This design comes from an exercise in tuning for small area and a short achievable clock period on the open sky130 flow, not from production work.
Only simulation tests tie the RTL to the original design; equivalence was not proved.
The clock port is modelled as an ideal driver, which makes a skipped or thinned clock tree look cheaper than it is; a real chip needs a root buffer or a tree.

## line_decoder
module line_decoder (
    input  wire         clk,
    input  wire         rst,
    input  wire         in_valid,
    input  wire [144:0] in_code,
    output reg          out_valid,
    output reg  [127:0] out_data,
    output reg  [16:0]  out_check,
    output reg  [1:0]   out_status
);
Size: roughly 1900 cells after synthesis, roughly 460 flip-flops, about 300 I/O pins, ~20000 um^2 of cells after synthesis.
==> flow/config.mk <==
export PLATFORM = sky130hd
export DESIGN_NAME = line_decoder
export DESIGN_NICKNAME = line_decoder
export VERILOG_FILES = /design/flow/design.v
export SDC_FILE = /design/flow/constraint.sdc
export NUM_CORES = 4
export LEC_CHECK = 0
export CAP_MARGIN = 10
export CORE_MARGIN = 2
export CORE_UTILIZATION = 65
export CTS_BUF_LIST = sky130_fd_sc_hd__clkbuf_8
export CTS_CLUSTER_DIAMETER = 60
export CTS_CLUSTER_SIZE = 16
export SLEW_MARGIN = 10
export SYNTH_HIERARCHICAL = 1
==> flow/constraint.sdc <==
create_clock -name core_clock -period 40.0 [get_ports {clk}]
set_input_delay 8.0000 -clock core_clock [delete_from_list [all_inputs] [get_ports {clk}]]
set_output_delay 8.0000 -clock core_clock [all_outputs]
set_load 0.01 [all_outputs]
standard.sh (not shown) runs the stock make flow with config.mk's settings and CLKGATE_MAP_FILE= SYNTH_SCRIPT=/design/flow/synth_recipe.tcl, a recipe that flattens the netlist after the stock synthesis.
==> flow/flow/run.sh <==
#!/bin/bash
# Standard ORFS layout (the standard.sh) with these changes:
#  - port buffers use the smallest plain buffer (buf_1) instead of the default delay cell;
#  - clock tree: clkbuf_16 for the upper levels, clkbuf_8 leaf buffers, no dummy loads;
set -euo pipefail
ARGS=(
  "BUFFER_PORTS_ARGS=-buffer_cell sky130_fd_sc_hd__buf_1"
  "CTS_ARGS=-sink_clustering_enable -repair_clock_nets -dont_use_dummy_load -sink_clustering_size 16 -sink_clustering_max_diameter 60 -root_buf sky130_fd_sc_hd__clkbuf_16 -buf_list sky130_fd_sc_hd__clkbuf_16 -sink_clustering_buffer sky130_fd_sc_hd__clkbuf_8"
)
bash standard.sh "${ARGS[@]}" cts > standard_cts.log 2>&1
RR_ODB="$PWD/orfs/results/$FLOW_PLATFORM/line_decoder/base/4_cts.odb" \
  openroad -no_init -exit flow/remove_root.tcl > remove_root.log 2>&1
bash standard.sh "${ARGS[@]}" finish > standard.log 2>&1
==> flow/flow/remove_root.tcl <==
set odb $::env(RR_ODB)
read_db $odb
set block [ord::get_db_block]
set inst [$block findInst clkbuf_0_clk]
if {$inst == "NULL"} { puts "remove_root: no root buffer, unchanged"; exit 0 }
set a [$inst findITerm A]
set x [$inst findITerm X]
set in_net [$a getNet]
set out_net [$x getNet]
set loads {}
foreach it [$out_net getITerms] { if {[$it getId] != [$x getId]} { lappend loads $it } }
set other 0
foreach it [$in_net getITerms] { if {[$it getId] != [$a getId]} { incr other } }
if {[llength $loads] + $other > 4 || [llength [$out_net getBTerms]] > 0 || [llength [$in_net getBTerms]] != 1} {
  puts "remove_root: port would feed [expr {[llength $loads] + $other}] pins, unchanged"
  exit 0
}
foreach it $loads { $it disconnect; $it connect $in_net }
$a disconnect
$x disconnect
odb::dbInst_destroy $inst
odb::dbNet_destroy $out_net
puts "remove_root: clock port now drives [llength [$in_net getITerms]] pins"
write_db $odb
Then changed:
==> flow/flow/run.sh (replaced) <==
#!/bin/bash
# Standard ORFS layout (the standard.sh) with two changes:
#  - port buffers use the smallest plain buffer (buf_1) instead of the default delay cell;
#  - clock tree synthesis without dummy load cells.
set -euo pipefail
bash standard.sh \
  "BUFFER_PORTS_ARGS=-buffer_cell sky130_fd_sc_hd__buf_1" \
  "CTS_ARGS=-sink_clustering_enable -repair_clock_nets -dont_use_dummy_load -sink_clustering_size 16 -sink_clustering_max_diameter 60 -buf_list sky130_fd_sc_hd__clkbuf_8" \
  finish > standard.log 2>&1
--- a/flow/config.mk
+++ b/flow/config.mk
@@ -10 +10 @@
-export CORE_UTILIZATION = 65
+export CORE_UTILIZATION = 68
removed: flow/flow/remove_root.tcl
What happened: Non-clock buffer count stays the same; maximum frequency came out lower by a few percent; cell count stays flat; worst setup slack loses 0.25 ns; global-route usage goes up by 3.6 points; die area came out lower by a few percent; wire length went up by a few percent; hold slack hardly moves; utilization came out higher by 2.7 points; via count increases by a few percent.
Then changed:
==> flow/flow/run.sh (replaced) <==
#!/bin/bash
# Standard ORFS layout (the standard.sh) with these changes:
#  - port buffers use the smallest plain buffer (buf_1) instead of the default delay cell;
#  - clock tree: clkbuf_16 for the upper levels, clkbuf_8 leaf buffers, no dummy loads;
set -euo pipefail
ARGS=(
  "BUFFER_PORTS_ARGS=-buffer_cell sky130_fd_sc_hd__buf_1"
  "CTS_ARGS=-sink_clustering_enable -repair_clock_nets -dont_use_dummy_load -sink_clustering_size 20 -sink_clustering_max_diameter 60 -root_buf sky130_fd_sc_hd__clkbuf_16 -buf_list sky130_fd_sc_hd__clkbuf_16 -sink_clustering_buffer sky130_fd_sc_hd__clkbuf_8"
)
bash standard.sh "${ARGS[@]}" cts > standard_cts.log 2>&1
RR_ODB="$PWD/orfs/results/$FLOW_PLATFORM/line_decoder/base/4_cts.odb" \
  openroad -no_init -exit flow/remove_root.tcl > remove_root.log 2>&1
bash standard.sh "${ARGS[@]}" finish > standard.log 2>&1
==> flow/flow/remove_root.tcl (new file) <==
set odb $::env(RR_ODB)
read_db $odb
set block [ord::get_db_block]
set inst [$block findInst clkbuf_0_clk]
if {$inst == "NULL"} { puts "remove_root: no root buffer, unchanged"; exit 0 }
set a [$inst findITerm A]
set x [$inst findITerm X]
set in_net [$a getNet]
set out_net [$x getNet]
set loads {}
foreach it [$out_net getITerms] { if {[$it getId] != [$x getId]} { lappend loads $it } }
set other 0
foreach it [$in_net getITerms] { if {[$it getId] != [$a getId]} { incr other } }
if {[llength $loads] + $other > 4 || [llength [$out_net getBTerms]] > 0 || [llength [$in_net getBTerms]] != 1} {
  puts "remove_root: port would feed [expr {[llength $loads] + $other}] pins, unchanged"
  exit 0
}
foreach it $loads { $it disconnect; $it connect $in_net }
$a disconnect
$x disconnect
odb::dbInst_destroy $inst
odb::dbNet_destroy $out_net
puts "remove_root: clock port now drives [llength [$in_net getITerms]] pins"
write_db $odb
--- a/flow/config.mk
+++ b/flow/config.mk
@@ -10 +10 @@
-export CORE_UTILIZATION = 68
+export CORE_UTILIZATION = 65
@@ -13 +13 @@
-export CTS_CLUSTER_SIZE = 16
+export CTS_CLUSTER_SIZE = 20
After rerunning: The changed run went through all stages and came out clean; maximum frequency grows by about 2%; sequential share of layout area grows by 0.22 points; clock skew shrinks by 0.061 ns.
Then changed:
==> flow/flow/run.sh (replaced) <==
#!/bin/bash
# Standard ORFS layout (the standard.sh) with two changes:
#  - port buffers use the smallest plain buffer (buf_1) instead of the default delay cell;
#  - clock tree synthesis without dummy load cells.
set -euo pipefail
bash standard.sh \
  "BUFFER_PORTS_ARGS=-buffer_cell sky130_fd_sc_hd__buf_1" \
  "CTS_ARGS=-sink_clustering_enable -repair_clock_nets -dont_use_dummy_load -sink_clustering_size 16 -sink_clustering_max_diameter 60 -buf_list sky130_fd_sc_hd__clkbuf_8" \
  finish > standard.log 2>&1
--- a/flow/config.mk
+++ b/flow/config.mk
@@ -13 +13 @@
-export CTS_CLUSTER_SIZE = 20
+export CTS_CLUSTER_SIZE = 16
removed: flow/flow/remove_root.tcl
Outcome:
- The new run produced a clean layout
- synthesized area is unchanged
- routed wire length grows by 0.77%
- worst setup slack is worse by 0.16 ns
- cell area grows by 0.47%
- die area does not change
- via count is about the same
- non-clock buffer count does not change
- register-to-register slack is better by 0.10 ns
- worst hold slack is better by 0.019 ns
Then changed:
--- a/flow/flow/run.sh
+++ b/flow/flow/run.sh
@@ -8 +8 @@
-  "CTS_ARGS=-sink_clustering_enable -repair_clock_nets -dont_use_dummy_load -sink_clustering_size 16 -sink_clustering_max_diameter 60 -buf_list sky130_fd_sc_hd__clkbuf_8" \
+  "CTS_ARGS=-sink_clustering_enable -repair_clock_nets -dont_use_dummy_load -sink_clustering_size 20 -sink_clustering_max_diameter 60 -buf_list sky130_fd_sc_hd__clkbuf_8" \
--- a/flow/config.mk
+++ b/flow/config.mk
@@ -13 +13 @@
-export CTS_CLUSTER_SIZE = 16
+export CTS_CLUSTER_SIZE = 20
The changed run passed the timing, DRC and antenna checks; global-route usage came out lower by 0.26 points; final area goes down by about 0.5%; utilization is lower by 0.37 points; critical path depth stays the same; wire length shrinks by about 0.7%; sequential share of layout area increases by 0.21 points; register-to-register slack is worse by 0.07 ns.

---

Starting RTL as in the previous note.
==> flow/design.v (excerpt) <==
module line_decoder (
    input  wire         clk,
    input  wire         rst,
    input  wire         in_valid,
    input  wire [144:0] in_code,
    output reg          out_valid,
    output reg  [127:0] out_data,
    output reg  [16:0]  out_check,
    output reg  [1:0]   out_status
);
    reg         r_valid;
    reg [144:0] r_code;
    reg         m_valid;
    reg [144:0] m_data;
    reg [7:0]   m_s1;
    reg [7:0]   m_e;
    reg [3:0]   m_nv;
    reg         m_fc, m_fs;
  ...
Settings: LEC_CHECK=0, CAP_MARGIN=0, CORE_MARGIN=2, CORE_UTILIZATION=65, CTS_BUF_LIST=sky130_fd_sc_hd__clkbuf_8, CTS_CLUSTER_DIAMETER=60, CTS_CLUSTER_SIZE=16, SLEW_MARGIN=0, SYNTH_HIERARCHICAL=1; clock period 40.0 ns.
==> flow/flow/run.sh <==
#!/bin/bash
# Standard ORFS layout (the standard.sh) with these changes:
#  - port buffers use the smallest plain buffer (buf_1) instead of the default delay cell;
#  - clock tree: clkbuf_16 for the upper levels, clkbuf_8 leaf buffers, no dummy loads;
set -euo pipefail
ARGS=(
  "BUFFER_PORTS_ARGS=-buffer_cell sky130_fd_sc_hd__buf_1"
  "CTS_ARGS=-sink_clustering_enable -repair_clock_nets -dont_use_dummy_load -sink_clustering_size 16 -sink_clustering_max_diameter 60 -root_buf sky130_fd_sc_hd__clkbuf_16 -buf_list sky130_fd_sc_hd__clkbuf_16 -sink_clustering_buffer sky130_fd_sc_hd__clkbuf_8"
)
bash standard.sh "${ARGS[@]}" cts > standard_cts.log 2>&1
RR_ODB="$PWD/orfs/results/$FLOW_PLATFORM/line_decoder/base/4_cts.odb" \
  openroad -no_init -exit flow/remove_root.tcl > remove_root.log 2>&1
bash standard.sh "${ARGS[@]}" finish > standard.log 2>&1
==> flow/flow/remove_root.tcl <==
set odb $::env(RR_ODB)
read_db $odb
set block [ord::get_db_block]
set inst [$block findInst clkbuf_0_clk]
if {$inst == "NULL"} { puts "remove_root: no root buffer, unchanged"; exit 0 }
set a [$inst findITerm A]
set x [$inst findITerm X]
set in_net [$a getNet]
set out_net [$x getNet]
set loads {}
foreach it [$out_net getITerms] { if {[$it getId] != [$x getId]} { lappend loads $it } }
set other 0
foreach it [$in_net getITerms] { if {[$it getId] != [$a getId]} { incr other } }
if {[llength $loads] + $other > 4 || [llength [$out_net getBTerms]] > 0 || [llength [$in_net getBTerms]] != 1} {
  puts "remove_root: port would feed [expr {[llength $loads] + $other}] pins, unchanged"
  exit 0
}
foreach it $loads { $it disconnect; $it connect $in_net }
$a disconnect
$x disconnect
odb::dbInst_destroy $inst
odb::dbNet_destroy $out_net
puts "remove_root: clock port now drives [llength [$in_net getITerms]] pins"
write_db $odb
The baseline finished with timing, DRC and antenna clean.
Then changed:
==> flow/flow/run.sh (replaced) <==
#!/bin/bash
# Standard ORFS layout (the standard.sh) with two changes:
#  - port buffers use the smallest plain buffer (buf_1) instead of the default delay cell;
#  - clock tree synthesis without dummy load cells.
set -euo pipefail
bash standard.sh \
  "BUFFER_PORTS_ARGS=-buffer_cell sky130_fd_sc_hd__buf_1" \
  "CTS_ARGS=-sink_clustering_enable -repair_clock_nets -dont_use_dummy_load -sink_clustering_size 16 -sink_clustering_max_diameter 60 -root_buf sky130_fd_sc_hd__clkbuf_16 -buf_list sky130_fd_sc_hd__clkbuf_16 -sink_clustering_buffer sky130_fd_sc_hd__clkbuf_8" \
  finish > standard.log 2>&1
- CAP_MARGIN: 0 -> 10
- SLEW_MARGIN: 0 -> 10
removed: flow/flow/remove_root.tcl
=>
- The changed run produced a clean layout
- non-clock buffer count does not change
- sequential cell count is unchanged
- wire length rises by 0.36%
- cell count is unchanged
- fmax decreases by 1.9%

---

## 11-12
Another version of the RTL of line_decoder (not shown whole).
For scale: roughly 460 flip-flops, about 20000 um^2 of cells after synthesis.
export LEC_CHECK = 0
export CAP_MARGIN = 40
export CORE_MARGIN = 2
export CORE_UTILIZATION = 55
export CTS_BUF_LIST = sky130_fd_sc_hd__clkbuf_16
export CTS_CLUSTER_DIAMETER = 80
export CTS_CLUSTER_SIZE = 24
export SLEW_MARGIN = 30
export SYNTH_HIERARCHICAL = 1
create_clock -name core_clock -period 40.0 [get_ports {clk}]
==> flow/flow/run.sh <==
#!/bin/bash
# Standard ORFS layout (the standard.sh) with two changes:
#  - port buffers use the smallest plain buffer (buf_1) instead of the default delay cell;
#  - clock tree synthesis without dummy load cells.
set -euo pipefail
bash standard.sh \
  "BUFFER_PORTS_ARGS=-buffer_cell sky130_fd_sc_hd__buf_1" \
  "CTS_ARGS=-sink_clustering_enable -repair_clock_nets -dont_use_dummy_load -sink_clustering_size 24 -sink_clustering_max_diameter 80 -buf_list sky130_fd_sc_hd__clkbuf_16" \
  finish > standard.log 2>&1
11-12 reached the end of the flow, and the finished layout is clean on the timing, DRC and antenna checks.
Here is what was changed in the inputs of 11-03 compared with 11-12.
# 11-12
export LEC_CHECK = 0
export CAP_MARGIN = 40
export CORE_MARGIN = 2
export CORE_UTILIZATION = 55
export CTS_BUF_LIST = sky130_fd_sc_hd__clkbuf_16
export CTS_CLUSTER_DIAMETER = 80
export CTS_CLUSTER_SIZE = 24
export SLEW_MARGIN = 30
export SYNTH_HIERARCHICAL = 1
create_clock -name core_clock -period 40.0 [get_ports {clk}]
# 11-03
export LEC_CHECK = 0
export CAP_MARGIN = 40
export CORE_MARGIN = 2
export CORE_UTILIZATION = 55
export CTS_BUF_LIST = sky130_fd_sc_hd__clkbuf_16
export CTS_CLUSTER_DIAMETER = 100
export CTS_CLUSTER_SIZE = 27
export SLEW_MARGIN = 30
export SYNTH_HIERARCHICAL = 1
create_clock -name core_clock -period 40.0 [get_ports {clk}]
==> flow/flow/run.sh <==
#!/bin/bash
# Standard ORFS layout (the standard.sh), with the port buffers made from
# the smallest plain buffer instead of the default delay-buffer cell.
set -euo pipefail
bash standard.sh "BUFFER_PORTS_ARGS=-buffer_cell sky130_fd_sc_hd__buf_1" finish > standard.log 2>&1
Results
In the flow results for 11-03 and 11-12, the register-to-register slack is larger on 11-03. The final reports for 11-03 and 11-12 show clock-buffer cell count lower in the former. On wire length of the first global-routing pass, 11-03 and 11-12 are basically level. 11-03 reports a lower final worst setup slack than 11-12 does. Changes observed in 11-03 relative to 11-12: routed wire length comparable; CTS buffer count now smaller. Delta (11-03 minus 11-12): number of global-route vias before repair closely matched the old numbers.

==> what the ideal ports hide <==
Ports are ideal in the flow. The routed layouts listed here were re-timed in OpenROAD.
Step 1 (the two cells are an assumption about what drives the block):
set clk [get_ports {clk}]
set_driving_cell -lib_cell sky130_fd_sc_hd__clkbuf_16 $clk
set_driving_cell -lib_cell sky130_fd_sc_hd__buf_2 [delete_from_list [all_inputs] $clk]
Step 2 times the ports against the registers' clock, not the clock port: input delays grow and output delays shrink by t, the midpoint of the rising clock arrivals with the driver on.
Slacks: ideal / step 1 / step 2; pairs: ideal / step 1.
run	t (ns)	setup WS [ns]	worst setup path at the end	slew at the worst register clock pin (ns)	pins driven straight from the clock port
the first run of note 1	0.420	31.129 / 31.037 / 31.457	register to output	0.10 / 0.10	4
the second run of note 1	0.598	30.880 / 30.830 / 31.428	register to output	0.10 / 0.10	1
the third run of note 1	0.470	31.057 / 30.989 / 31.459	register to output	0.12 / 0.12	2
the fourth run of note 1	0.596	30.898 / 30.849 / 31.444	register to output	0.11 / 0.11	1
the fifth run of note 1	0.661	30.857 / 30.808 / 31.470	register to output	0.12 / 0.12	1
the first run of note 2	0.420	31.129 / 31.037 / 31.457	register to output	0.10 / 0.10	4
the second run of note 2	0.544	30.962 / 30.908 / 31.452	register to output	0.11 / 0.11	1
11-12	0.615	30.918 / 30.864 / 31.479	register to output	0.10 / 0.10	1
11-03	0.630	30.911 / 30.856 / 31.486	register to output	0.11 / 0.11	1
After both steps every run listed still meets setup and hold.
